This design comes from an exercise in tuning for small area, a short achievable clock period and few clock cycles per item on the open sky130 flow, not from production work.

main:
Design rank_arm, start of the top module:
module rank_arm #(
    parameter NCELL = 32,            
    parameter VW    = 12             
) (
    input  wire                   clk,
    input  wire                   rst,           
    input  wire                   start,
    output wire                   ready,
    output wire                   done,
    input  wire                   active,        
    input  wire                   fb,            
    input  wire signed [7:0]      n_ins,         
    input  wire                   s_neg,         
    input  wire [NCELL*VW-1:0]    volt,          
    input  wire [NCELL-1:0]       byp,           
    input  wire [NCELL-1:0]       excl,          
    input  wire [VW-1:0]          band,          
    input  wire [6:0]             swap_limit,    
    input  wire [4:0]             dwell,         
    input  wire [7:0]             debt_bound,    
    output wire [2*NCELL-1:0]     pol,           
    output wire signed [7:0]      level,
    output wire signed [7:0]      debt,
    output wire [5:0]             nsw,
    output reg  [4:0]             nswap,
    output wire [8:0]             discarded,
    output wire                   fault
);
Size: ~6,900 cells after synthesis, about 430 flip-flops, roughly 53,000 sq um of cells after synthesis.
Settings: LEC_CHECK=0, CAP_MARGIN=10, CORE_MARGIN=2, CORE_UTILIZATION=45, PLACE_DENSITY=0.65, SLEW_MARGIN=10, TNS_END_PERCENT=20; clock period 26.0 ns.
standard.sh (not shown) runs the stock make flow with config.mk's settings and CLKGATE_MAP_FILE= SYNTH_SCRIPT=/design/flow/synth_recipe.tcl, a recipe that flattens the netlist after the stock synthesis.
==> flow/flow/run.sh <==
#!/bin/bash
set -euo pipefail
export BUFFER_PORTS_ARGS="-buffer_cell sky130_fd_sc_hd__buf_1"
export SETUP_SLACK_MARGIN=13.5
bash standard.sh > standard.log 2>&1
Edits applied to the flow inputs when going from main to the feature branch:
--- a/flow/design.v
+++ b/flow/design.v
@@ -171,23 +171,14 @@
             if (w[a]) idx = idx | a;
             vsel = vsel | ({VW{w[a]}} & v[a*VW +: VW]);
         end
     end
     assign found = |mask;
     assign win   = w;
 endmodule
-module rank_gtf #(
-    parameter W = 8
-) (
-    input  wire [W-1:0] a,
-    input  wire [W-1:0] b,
-    output wire         gt
-);
-    assign gt = a > b;
-endmodule
 module rank_popcnt #(
     parameter N = 32,                
     parameter W = 6                  
 ) (
     input  wire [N-1:0] x,
     output wire [W-1:0] cnt
 );
@@ -320,51 +311,56 @@
             hit_o[c] = do_rem && (co_c == c);
         end
     end
     reg  [NCELL-1:0]  avail;
     wire [6:0]        nav;
     wire signed [7:0] dprev = fault ? 8'sd0 : cur_d;
     wire signed [9:0] raw   = n_ins + dprev;
-    wire signed [7:0] ndd = cur_l - tgt;                   
-    wire              n_lt_ndd;
-    rank_gtf #(.W(8)) u_rawneg (.a({~ndd[7], ndd[6:0]}), .b({~n_ins[7], n_ins[6:0]}),
-                               .gt(n_lt_ndd));
-    wire              raw_neg = fault ? n_ins[7] : n_lt_ndd;
+    wire signed [7:0] ndprev = fault ? 8'sd0 : (cur_l - tgt);
+    wire              raw_neg;
+    rank_gt #(.W(8)) u_rawneg (.a({~ndprev[7], ndprev[6:0]}), .b({~n_ins[7], n_ins[6:0]}),
+                               .gt(raw_neg));
     wire              a_qn = fb && raw_neg && (avail != {NCELL{1'b0}});
     wire              p_qn = fb && n_ins[7];
     wire signed [9:0] nav_s = $signed({3'b000, nav});
     wire signed [9:0] a_r   = (raw > nav_s)                ? nav_s :
                               (fb && raw < -nav_s)         ? -nav_s :
                               (!fb && raw[9])              ? 10'sd0 : raw;
     always @* begin
         for (c = 0; c < NCELL; c = c + 1)
             avail[c] = !byp[c] && !excl[c];
     end
     rank_popcnt #(.N(NCELL), .W(7)) u_cnt_nav (.x(avail), .cnt(nav));
     reg [4:0]         a_pin  [0:NCELL-1];
     reg [NCELL-1:0]   a_unp;         
     reg [NCELL-1:0]   a_clr;         
-    reg [NCELL-1:0]   a_pos, a_neg;  
-    wire [6:0]        a_npos, a_nneg;
+    reg [NCELL-1:0]   a_p0, a_px, a_n0, a_nx;
+    wire [6:0]        c_p0, c_px, c_n0, c_nx;
     always @* begin
         for (c = 0; c < NCELL; c = c + 1) begin
             a_pin[c] = u_dec(pin_r[5*c +: 5]);
             a_unp[c] = (pin_r[5*c +: 4] == 4'd0);
             a_clr[c] = !byp[c] && pol_r[2*c] &&
                        (!active || (a_unp[c] &&
                                     (excl[c] || (pol_r[2*c+1] != a_qn))));
-            a_pos[c] = pol_r[2*c] && !pol_r[2*c+1] && !byp[c] && !a_clr[c];
-            a_neg[c] = pol_r[2*c] &&  pol_r[2*c+1] && !byp[c] && !a_clr[c];
+            a_p0[c]  = pol_r[2*c] && !pol_r[2*c+1] && !byp[c] && !a_unp[c];
+            a_px[c]  = pol_r[2*c] && !pol_r[2*c+1] && !byp[c] && a_unp[c] && !excl[c];
+            a_n0[c]  = pol_r[2*c] &&  pol_r[2*c+1] && !byp[c] && !a_unp[c];
+            a_nx[c]  = pol_r[2*c] &&  pol_r[2*c+1] && !byp[c] && a_unp[c] && !excl[c];
         end
     end
     reg  [5:0] nz0;
     reg  [4:0] nins;
     assign nsw = nz0 - npos[5:0] - nneg[5:0] + {nins, 1'b0};
-    rank_popcnt #(.N(NCELL), .W(7)) u_cnt_pos (.x(a_pos), .cnt(a_npos));
-    rank_popcnt #(.N(NCELL), .W(7)) u_cnt_neg (.x(a_neg), .cnt(a_nneg));
+    rank_popcnt #(.N(NCELL), .W(7)) u_cnt_p0 (.x(a_p0), .cnt(c_p0));
+    rank_popcnt #(.N(NCELL), .W(7)) u_cnt_px (.x(a_px), .cnt(c_px));
+    rank_popcnt #(.N(NCELL), .W(7)) u_cnt_n0 (.x(a_n0), .cnt(c_n0));
+    rank_popcnt #(.N(NCELL), .W(7)) u_cnt_nx (.x(a_nx), .cnt(c_nx));
+    wire [6:0] a_npos = c_p0 + (a_qn ? 7'd0 : c_px);
+    wire [6:0] a_nneg = c_n0 + (a_qn ? c_nx : 7'd0);
     reg [NCELL-1:0] ins_mask, rem_mask;
     always @* begin
         for (c = 0; c < NCELL; c = c + 1) begin
             if (ready) begin
                 ins_mask[c] = avail[c] && a_unp[c] && !pol_r[2*c];
                 rem_mask[c] = avail[c] && a_unp[c] && pol_r[2*c] &&
                               (pol_r[2*c+1] == p_qn);
--- outcome ---
- The lower hold slack came out of main.
- Comparing post-route met1 wirelength for main and the feature branch, the bigger number came from the feature branch.
- Compared with main, summed area of non-filler cells in the final layout in the feature branch increased by a few percent.
- The core utilization of the feature branch falls short of that of main by 0.67 points.
- Wire length, main and the feature branch, lower one = main.
- When the feature branch is set beside main, its highest net fanout along the worst path turns out to be 35 smaller.
No run of this note included a check of the RTL's function; only the layout flow was run.

what the ideal ports hide:
No port has a modelled driver above. Below, the same layouts with a new extraction and two added sets of constraints.
Step 1 (the two cells are an assumption about what drives the block):
set clk [get_ports {clk}]
set_driving_cell -lib_cell sky130_fd_sc_hd__clkbuf_16 $clk
set_driving_cell -lib_cell sky130_fd_sc_hd__buf_2 [delete_from_list [all_inputs] $clk]
Step 2 times the ports against the registers' clock, not the clock port: input delays grow and output delays shrink by t, the midpoint of the rising clock arrivals with the driver on.
Slacks: ideal / step 1 / step 2; pairs: ideal / step 1.
| run | shift t [ns] | slack for setup (ns) | clock arrival spread, ns | slew at the worst register clock pin (ns) | pins driven straight from the clock port |
|---|---|---|---|---|---|
| main | 0.746 | 13.541 / 13.470 / 12.879 | 0.094 / 0.095 | 0.07 / 0.07 | 1 |
| the feature branch | 0.734 | 13.576 / 13.635 / 12.902 | 0.047 / 0.047 | 0.07 / 0.07 | 1 |
After both steps setup and hold are still met in every run listed. The setup slack of the feature branch, which loses most, moves by +0.059 ns with the drivers and by -0.674 ns with both steps.
